This design comes from an exercise in tuning for small area, a short achievable clock period and few clock cycles on the open sky130 flow, not from production work.
In this exercise RTL edits were held to simulation tests only and were not proved equivalent to the original.
Power figures rest on the tool's default switching activity, not on a simulated workload.

red:
## hive_div
module hive_div (
    input  wire        clk,
    input  wire        rst,
    input  wire        in_valid,
    output wire        in_ready,
    input  wire [1:0]  in_op,
    input  wire [31:0] in_a,
    input  wire [31:0] in_b,
    output reg         out_valid,
    output wire [31:0] out_result
);
clock: 10.0 ns
lec_check: 0
cap_margin: 20
core_margin: 2
core_utilization: 40
place_density: 0.6
setup_slack_margin: 5
slew_margin: 20
run.sh (not shown) runs the stock make flow with config.mk's settings and CLKGATE_MAP_FILE= SYNTH_SCRIPT=/design/flow/synth_recipe.tcl, a recipe that flattens the netlist after the stock synthesis.
Testbench counts of red, summed over its fixed seeds: cycles 72,373.
Modified inputs, blue compared to red
# red
export LEC_CHECK = 0
export CAP_MARGIN = 20
export CORE_MARGIN = 2
export CORE_UTILIZATION = 40
export PLACE_DENSITY = 0.6
export SETUP_SLACK_MARGIN = 5
export SLEW_MARGIN = 20
create_clock -name core_clock -period 10.0 [get_ports {clk}]
# blue
export LEC_CHECK = 0
export CAP_MARGIN = 20
export CORE_MARGIN = 2
export CORE_UTILIZATION = 40
export PLACE_DENSITY = 0.6
export SLEW_MARGIN = 20
create_clock -name core_clock -period 10.0 [get_ports {clk}]
## What came out
Synthesized cell count came out exactly the same in red and blue. On smallest hold slack, blue tracks red almost exactly. Per the comparison of blue with red, layout-stage area growth over the synthesis result moved down; clock latency on the worst-skew pair comparable. Any difference in average vias per placed instance between blue and red is small enough to ignore. Worst-case vdd ir drop on blue is ahead of red. ~same sequential power in red and blue.

* * *

The RTL this note starts from:
==> flow/design.v <==
module hive_div (
    input  wire        clk,
    input  wire        rst,
    input  wire        in_valid,
    output wire        in_ready,
    input  wire [1:0]  in_op,
    input  wire [31:0] in_a,
    input  wire [31:0] in_b,
    output reg         out_valid,
    output wire [31:0] out_result
);
    reg        rdy;                  
    reg        p1, p2, it, fx;
    reg        sgn, is_mod, sa, sb;  
    reg        nsb, ee;              
    reg [31:0] R;                    
    reg [31:0] Q;                    
    reg [32:0] D;                    
    reg [4:0]  cnt;
    reg        last, one, dsh;       
    reg        fxw;                  
    reg        cin, frc_x, xinv;     
    assign in_ready   = rdy;
    assign out_result = Q;
    function [5:0] msb;
        input [31:0] x;
        reg [15:0] v1; reg [15:0] p1_;
        reg [7:0]  v2; reg [15:0] p2_;
        reg [3:0]  v3; reg [11:0] p3_;
        reg [1:0]  v4; reg [7:0]  p4_;
        integer i;
        begin
            for (i = 0; i < 16; i = i + 1) begin
                v1[i]  = x[2*i+1] | x[2*i];
                p1_[i] = x[2*i+1];
            end
            for (i = 0; i < 8; i = i + 1) begin
                v2[i]        = v1[2*i+1] | v1[2*i];
                p2_[2*i+:2]  = v1[2*i+1] ? {1'b1, p1_[2*i+1]} : {1'b0, p1_[2*i]};
            end
            for (i = 0; i < 4; i = i + 1) begin
                v3[i]        = v2[2*i+1] | v2[2*i];
                p3_[3*i+:3]  = v2[2*i+1] ? {1'b1, p2_[4*i+2+:2]} : {1'b0, p2_[4*i+:2]};
            end
            for (i = 0; i < 2; i = i + 1) begin
                v4[i]        = v3[2*i+1] | v3[2*i];
                p4_[4*i+:4]  = v3[2*i+1] ? {1'b1, p3_[6*i+3+:3]} : {1'b0, p3_[6*i+:3]};
            end
            msb = {v4[1] | v4[0], v4[1] ? {1'b1, p4_[7:4]} : {1'b0, p4_[3:0]}};
        end
    endfunction
    wire        e      = sa && sb;
    wire        sdiff  = sa ^ sb;
    wire [31:0] ax     = ee ? {~R[30:0], 1'b1} : R;
    wire [5:0]  ma     = msb(ax);
    wire [5:0]  mb     = msb(~D[31:0]);
    wire [5:0]  nd     = {1'b0, ma[4:0]} - {1'b0, mb[4:0]};    
    wire        a_zero = (R == 32'd0) && !sa;
    wire        d_ones = (D[31:0] == 32'hFFFF_FFFF);          
    wire        b_zero = d_ones && !sb;
    wire        ovf    = d_ones && sb && (R == 32'h8000_0000);
    wire        spec   = b_zero || ovf;
    wire        zr     = spec || a_zero;
    wire        skip   = nd[5] || !ma[5] || zr;
    wire        addb   = sdiff && !zr;   
    wire [31:0] spec_q = is_mod ? 32'd0 :
                         ovf ? 32'h7FFF_FFFF :
                         !sgn ? 32'hFFFF_FFFF :
                         sa ? 32'h8000_0000 : 32'h7FFF_FFFF;
    wire        fill   = nsb;
    wire [32:0] s0     = D;
    wire [32:0] s1     = cnt[0] ? {s0[31:0], fill}        : s0;
    wire [32:0] s2     = cnt[1] ? {s1[30:0], {2{fill}}}   : s1;
    wire [32:0] s3     = cnt[2] ? {s2[28:0], {4{fill}}}   : s2;
    wire [32:0] s4     = cnt[3] ? {s3[24:0], {8{fill}}}   : s3;
    wire [32:0] Dsh    = cnt[4] ? {s4[16:0], {16{fill}}}  : s4;
    wire [32:0] Y      = D | {33{frc_x}};
    wire [34:0] sum_c  = {2'b00, R, 1'b1} + {1'b0, Y, cin};    
    wire        fits   = sum_c[34];
    wire [31:0] X      = sum_c[32:1] ^ {32{xinv}};
    always @(posedge clk) begin
        if (rst) begin
            rdy       <= 1'b1;
            p1        <= 1'b0;
            p2        <= 1'b0;
            it        <= 1'b0;
            fx        <= 1'b0;
            out_valid <= 1'b0;
        end else begin
            out_valid <= fx;
            if (rdy) begin
                fx  <= 1'b0;
                if (in_valid) begin
                    rdy <= 1'b0;
                    p1  <= 1'b1;
                end
            end
            if (p1) begin
                p1 <= 1'b0;
                if (skip) begin
                    fx  <= 1'b1;
                    rdy <= 1'b1;
                end else begin
                    p2  <= 1'b1;
                end
            end
            if (p2) begin
                p2 <= 1'b0;
                it <= 1'b1;
            end
            if ((p2 && last || it && one) && !is_mod) begin
                fx  <= 1'b1;
                rdy <= 1'b1;
            end
            if (it && last) begin
                it  <= 1'b0;
                if (is_mod) begin
                    fx  <= 1'b1;
                    rdy <= 1'b1;
                end
            end
        end
        if (p2 || (it && fits))
            R <= X;
        if (rdy) begin
            R       <= in_a ^ {32{!in_op[0] && in_a[31] && !in_b[31]}};
            D       <= {1'b1, in_b ^ {32{!(!in_op[0] && in_b[31])}}};
            sgn     <= !in_op[0];
            is_mod  <= in_op[1];
            sa      <= !in_op[0] && in_a[31];
            sb      <= !in_op[0] && in_b[31];
            nsb     <= !(!in_op[0] && in_b[31]);
            ee      <= !in_op[0] && in_a[31] && in_b[31];
        end
        if (p2)
            D <= Dsh;
        if (dsh)
            D <= {D[32], D[32:1]};
        if (p1)
            Q <= spec ? spec_q : {32{addb}};
        if (it)
            Q <= {Q[30:0], fits ^ sdiff};
        if (fx && fxw)
            Q <= X;
        if (p1) begin
            cnt   <= nd[4:0];
            last  <= (nd[4:0] == 5'd0);
            one   <= (nd[4:0] == 5'd1);
            fxw   <= is_mod && !spec;
            frc_x <= !skip || !addb;
            cin   <= skip ? (!addb || sa) : !sb;
            xinv  <= skip ? (addb && sa) : e;
        end
        dsh <= !rst && (p2 ? !last : (it && !last && !one));
        if (p2) begin
            frc_x <= 1'b0;
            xinv  <= 1'b0;
        end
        if (it) begin
            if (!last) begin
                cnt  <= cnt - 5'd1;
                last <= one;
                one  <= (cnt == 5'd2);
            end
            else begin
                frc_x <= is_mod && (sa == sb);
                cin   <= !e;
                xinv  <= sa;
            end
        end
    end
endmodule
==> flow/config.mk <==
export PLATFORM = sky130hd
export DESIGN_NAME = hive_div
export DESIGN_NICKNAME = hive_div
export VERILOG_FILES = /design/flow/design.v
export SDC_FILE = /design/flow/constraint.sdc
export NUM_CORES = 4
export LEC_CHECK = 0
export ABC_AREA = 1
export CAP_MARGIN = 20
export CORE_MARGIN = 2
export CORE_UTILIZATION = 40
export PLACE_DENSITY = 0.6
export SLEW_MARGIN = 20
==> flow/constraint.sdc <==
create_clock -name core_clock -period 10.0 [get_ports {clk}]
set_input_delay 2.0000 -clock core_clock [delete_from_list [all_inputs] [get_ports {clk}]]
set_output_delay 2.0000 -clock core_clock [all_outputs]
set_load 0.01 [all_outputs]
standard.sh (not shown) runs the stock make flow with config.mk's settings and CLKGATE_MAP_FILE= SYNTH_SCRIPT=/design/flow/synth_recipe.tcl, a recipe that flattens the netlist after the stock synthesis.
==> flow/flow/run.sh <==
#!/bin/bash
# The standard layout, with timing repair aimed at a shorter period than the
# clock's: repair_timing treats any path with less than 7 ns of slack at the
# 10 ns clock as failing. Constraints and clock are the design's own.
set -euo pipefail
bash standard.sh finish SETUP_SLACK_MARGIN=7 > flow_make.log 2>&1
The starting point ran to the end with no violations.
Testbench counts at the start, summed over its fixed seeds: cycles 70,102.
Change:
--- a/flow/config.mk
+++ b/flow/config.mk
@@ -11,3 +11,3 @@
 export CORE_UTILIZATION = 40
-export PLACE_DENSITY = 0.6
+export PLACE_DENSITY = 0.5
 export SLEW_MARGIN = 20
- total power rises by 0.90%
- wire length rises by 2.9%
- area after synthesis is unchanged
- via count falls by 0.34%
Change:
--- a/flow/config.mk
+++ b/flow/config.mk
@@ -10,4 +10,4 @@
 export CORE_MARGIN = 2
-export CORE_UTILIZATION = 40
-export PLACE_DENSITY = 0.5
+export CORE_UTILIZATION = 30
+export PLACE_DENSITY = 0.6
 export SLEW_MARGIN = 20
What happened: Worst hold slack hardly moves. Design area goes up by 3.5%. Critical path depth stays the same. Maximum frequency went down by 0.36%. Register-to-register slack loses 0.07 ns.
Change:
==> flow/flow/run.sh (replaced) <==
#!/bin/bash
# The standard layout, with timing repair aimed at a shorter period than the
# clock's: repair_timing treats any path with less than 7.1 ns of slack at the
# 10 ns clock as failing. Constraints and clock are the design's own.
set -euo pipefail
bash standard.sh finish SETUP_SLACK_MARGIN=7.1 > flow_make.log 2>&1
--- a/flow/config.mk
+++ b/flow/config.mk
@@ -10,3 +10,3 @@
 export CORE_MARGIN = 2
-export CORE_UTILIZATION = 30
+export CORE_UTILIZATION = 40
 export PLACE_DENSITY = 0.6
Effect: The new run finished with timing, DRC and antenna clean; total power came out higher by 1.8%; core utilization increases by 13 points; wire length hardly moves; via count is higher by 0.92%; non-clock buffer count went up by 12.

* * *

Setup of run A:
Another version of the RTL of hive_div (not shown whole).
Size in the first run: ~120 flip-flops.
==> flow/design.v (excerpt) <==
module hive_div (
    input  wire        clk,
    input  wire        rst,
    input  wire        in_valid,
    output wire        in_ready,
    input  wire [1:0]  in_op,
    input  wire [31:0] in_a,
    input  wire [31:0] in_b,
    output reg         out_valid,
    output wire [31:0] out_result
);
make LEC_CHECK=0 CAP_MARGIN=20 CORE_MARGIN=2 CORE_UTILIZATION=40 PLACE_DENSITY=0.6 SETUP_SLACK_MARGIN=5 SLEW_MARGIN=20 finish   # period 10.0 ns
run.sh (not shown) runs the stock make flow with config.mk's settings and CLKGATE_MAP_FILE= SYNTH_SCRIPT=/design/flow/synth_recipe.tcl, a recipe that flattens the netlist after the stock synthesis.
Stock flow here: none of the scripts above is used.
Run A ran to completion and came out clean on the timing, DRC and antenna checks.
Testbench counts of run A, summed over its fixed seeds: cycles 70,102.
What run B does differently from run A at the input level:
Settings: PLACE_DENSITY changed from 0.6 to 0.8; CORE_UTILIZATION changed from 40 to 65.
Results
- Between run A and run B, the minimum hold slack does not differ in any meaningful way.
- Between run A and run B, the flow reports via count increasing by a few percent.
- On count of sequential standard cells, run A and run B are basically level.
- On run B: area growth from synthesis to layout is 2.2 points lower than what run A gave.
- NOTE: global-route track usage on met1 in run B exceeds that of run A
- Compare run A and run B | sequential portion of the cell area higher: run B
- Compared to run A, the router laid down less metal wire for run B.
The following lists how run C was set up differently from run B:
Settings: clearing SETUP_SLACK_MARGIN, which used to be 5; swapping 65 for 40 in CORE_UTILIZATION; swapping 0.8 for 0.6 in PLACE_DENSITY.
==> flow/flow/run.sh (new file) <==
#!/bin/bash
# The standard layout, with timing repair aimed at a shorter period than the
# clock's: repair_timing treats any path with less than 6 ns of slack at the
# 10 ns clock as failing. Constraints and clock are the design's own.
set -euo pipefail
bash standard.sh finish SETUP_SLACK_MARGIN=6 > flow_make.log 2>&1
==> flow/standard.sh (new file) <==
#!/bin/bash
# synth_recipe.tcl (not shown) runs the flow's synth.tcl, then flattens the netlist and writes it again
# the make line also repeats each setting of config.mk as NAME=value (left out here)
make -C /OpenROAD-flow-scripts/flow DESIGN_CONFIG=/design/flow/config.mk WORK_HOME=/design/flow/orfs CLKGATE_MAP_FILE= SYNTH_SCRIPT=/design/flow/synth_recipe.tcl "${@:-finish}"
removed: flow/run.sh
Findings:
From run B to run C the numbers moved as follows: post-layout total power went up 0.021 mW, final net count went up, signed area change from the synthesized netlist to the final layout picked up an extra 3.5 points, number of cells upsized or downsized after cts went up 5, met1 capacity usage during global routing went down 18 points.
As far as total clock buffers created by CTS goes, run C and run B are indistinguishable; the numbers are identical.
Of run C and run B, the higher number of ordinary and repair buffers in the finished layout belongs to run C.
On clock skew, run C and run B are neck and neck.
Relative to run B, worst hold slack after final layout has decreased by 0.0052 ns in run C.

* * *

hive_div, a different RTL version from the one above (not shown whole).
For scale: ~100 I/O pins, roughly 12000 um^2 of cells after synthesis.
export LEC_CHECK = 0
export ABC_AREA = 1
export CAP_MARGIN = 20
export CORE_MARGIN = 2
export CORE_UTILIZATION = 55
export PLACE_DENSITY = 0.7
export SLEW_MARGIN = 20
create_clock -name core_clock -period 10.0 [get_ports {clk}]
standard.sh (not shown) runs the stock make flow with config.mk's settings and CLKGATE_MAP_FILE= SYNTH_SCRIPT=/design/flow/synth_recipe.tcl, a recipe that flattens the netlist after the stock synthesis.
==> flow/flow/run.sh <==
#!/bin/bash
# The standard layout, with timing repair aimed at a shorter period than the
# clock's: repair_timing treats any path with less than 7 ns of slack at the
# 10 ns clock as failing. Constraints and clock are the design's own.
set -euo pipefail
bash standard.sh finish SETUP_SLACK_MARGIN=7 > flow_make.log 2>&1
Testbench counts at the start, summed over its fixed seeds: cycles 70,102.
==> next run, changes <==
==> flow/flow/run.sh (replaced) <==
#!/bin/bash
# The standard layout, with timing repair aimed at a shorter period than the
# clock's: repair_timing treats any path with less than 6 ns of slack at the
# 10 ns clock as failing. Constraints and clock are the design's own.
set -euo pipefail
bash standard.sh finish SETUP_SLACK_MARGIN=6 > flow_make.log 2>&1
Settings changed: CORE_UTILIZATION 55 to 40, PLACE_DENSITY 0.7 to 0.6.
Design area drops by 5.3%.
Count of clock-buffer cells in the layout climbs by 2.
Clock skew climbs by 0.0069 ns.
==> next run, changes <==
==> flow/flow/run.sh (replaced) <==
#!/bin/bash
# The standard layout, with timing repair aimed at a shorter period than the
# clock's: repair_timing treats any path with less than 6.5 ns of slack at the
# 10 ns clock as failing. Constraints and clock are the design's own.
set -euo pipefail
bash standard.sh finish SETUP_SLACK_MARGIN=6.5 > flow_make.log 2>&1
Combinational power stays flat. Setup slack improved by 0.36 ns. Critical path depth grows by 4. Cell area grows by 0.70%. Register-to-register slack improved by 0.12 ns. Cell count hardly moves. Non-clock buffer count grows by 5. Power barely changes. Via count hardly moves. Routed wire length grows by 0.64%.
==> next run, changes <==
==> flow/flow/run.sh (replaced) <==
#!/bin/bash
# The standard layout, with timing repair aimed at a shorter period than the
# clock's: repair_timing treats any path with less than 6.8 ns of slack at the
# 10 ns clock as failing. Constraints and clock are the design's own.
set -euo pipefail
bash standard.sh finish SETUP_SLACK_MARGIN=6.8 > flow_make.log 2>&1
The changed run went through all stages and came out clean.
Area after synthesis is unchanged.
Final area went up by 2.9%.
Routed wire length rose by 4.3%.
Clock skew hardly moves.
Setup slack improved by 0.21 ns.
Power rose by 1.9%.
First-iteration DRC count went down by 0.44%.
Global-route usage goes up by 0.87 points.
Via count goes up by 2.5%.
Maximum frequency increases by 6.7%.
==> next run, changes <==
==> flow/flow/run.sh (replaced) <==
#!/bin/bash
# The standard layout, with timing repair aimed at a shorter period than the
# clock's: repair_timing treats any path with less than 7 ns of slack at the
# 10 ns clock as failing. Constraints and clock are the design's own.
set -euo pipefail
bash standard.sh finish SETUP_SLACK_MARGIN=7 > flow_make.log 2>&1
Result:
- core utilization increases by 1.4 points
- synthesized cell count stays the same
- total power rose by 5.3%
- design area goes up by 2.9%
- worst hold slack gets worse by 0.014 ns
==> next run, changes <==
==> flow/flow/run.sh (replaced) <==
#!/bin/bash
# The standard layout, with timing repair aimed at a shorter period than the
# clock's: repair_timing treats any path with less than 7.5 ns of slack at the
# 10 ns clock as failing. Constraints and clock are the design's own.
set -euo pipefail
bash standard.sh finish SETUP_SLACK_MARGIN=7.5 > flow_make.log 2>&1
Result:
- worst setup slack gets worse by 0.10 ns
- cell area came out higher by 26%
- sequential cell count stays the same
- power came out higher by 38%
- core utilization came out higher by 13 points
- wire length grows by 18%
- clock-buffer cell count is higher by 2
- maximum frequency drops by 3.3%

[port drivers added, routing unchanged]
No port has a modelled driver above. Below, the same layouts with a new extraction and two added sets of constraints. Step 1 sets driving cells, clkbuf_16 on the clock port and buf_2 on the other inputs (assumed; they add their load-dependent delay and slew). Step 2, shift: input delay + t, output delay - t, t = (earliest + latest rising clock arrival at the registers) / 2. This alone moves slack from input paths to output paths. Three values: ideal, step 1, step 2; two values: the first two.
run | t (ns) | setup WS [ns] | pins driven straight from the clock port
red | 0.490 | 5.230 / 5.230 / 5.230 | 1
blue | 0.491 | 4.901 / 4.901 / 4.901 | 1
the first run of note 2 | 0.488 | 6.979 / 6.923 / 6.644 | 1
the second run of note 2 | 0.485 | 6.980 / 6.932 / 6.582 | 1
the third run of note 2 | 0.479 | 6.969 / 6.919 / 6.625 | 1
the fourth run of note 2 | 0.487 | 6.972 / 6.918 / 6.580 | 1
run A | 0.479 | 5.559 / 5.559 / 5.559 | 1
run B | 0.478 | 5.495 / 5.495 / 5.495 | 1
run C | 0.475 | 6.060 / 6.060 / 5.917 | 1
the first run of note 4 | 0.481 | 6.926 / 6.926 / 6.582 | 1
the second run of note 4 | 0.490 | 6.258 / 6.289 / 5.799 | 1
the third run of note 4 | 0.489 | 6.617 / 6.596 / 6.154 | 1
the fourth run of note 4 | 0.491 | 6.830 / 6.800 / 6.366 | 1
the fifth run of note 4 | 0.493 | 6.975 / 6.922 / 6.561 | 1
the sixth run of note 4 | 0.500 | 6.871 / 6.819 / 6.606 | 1
After both steps setup and hold are still met in every run listed. The setup slack of the fourth run of note 4, which loses most, moves by -0.030 ns with the drivers and by -0.464 ns with both steps.
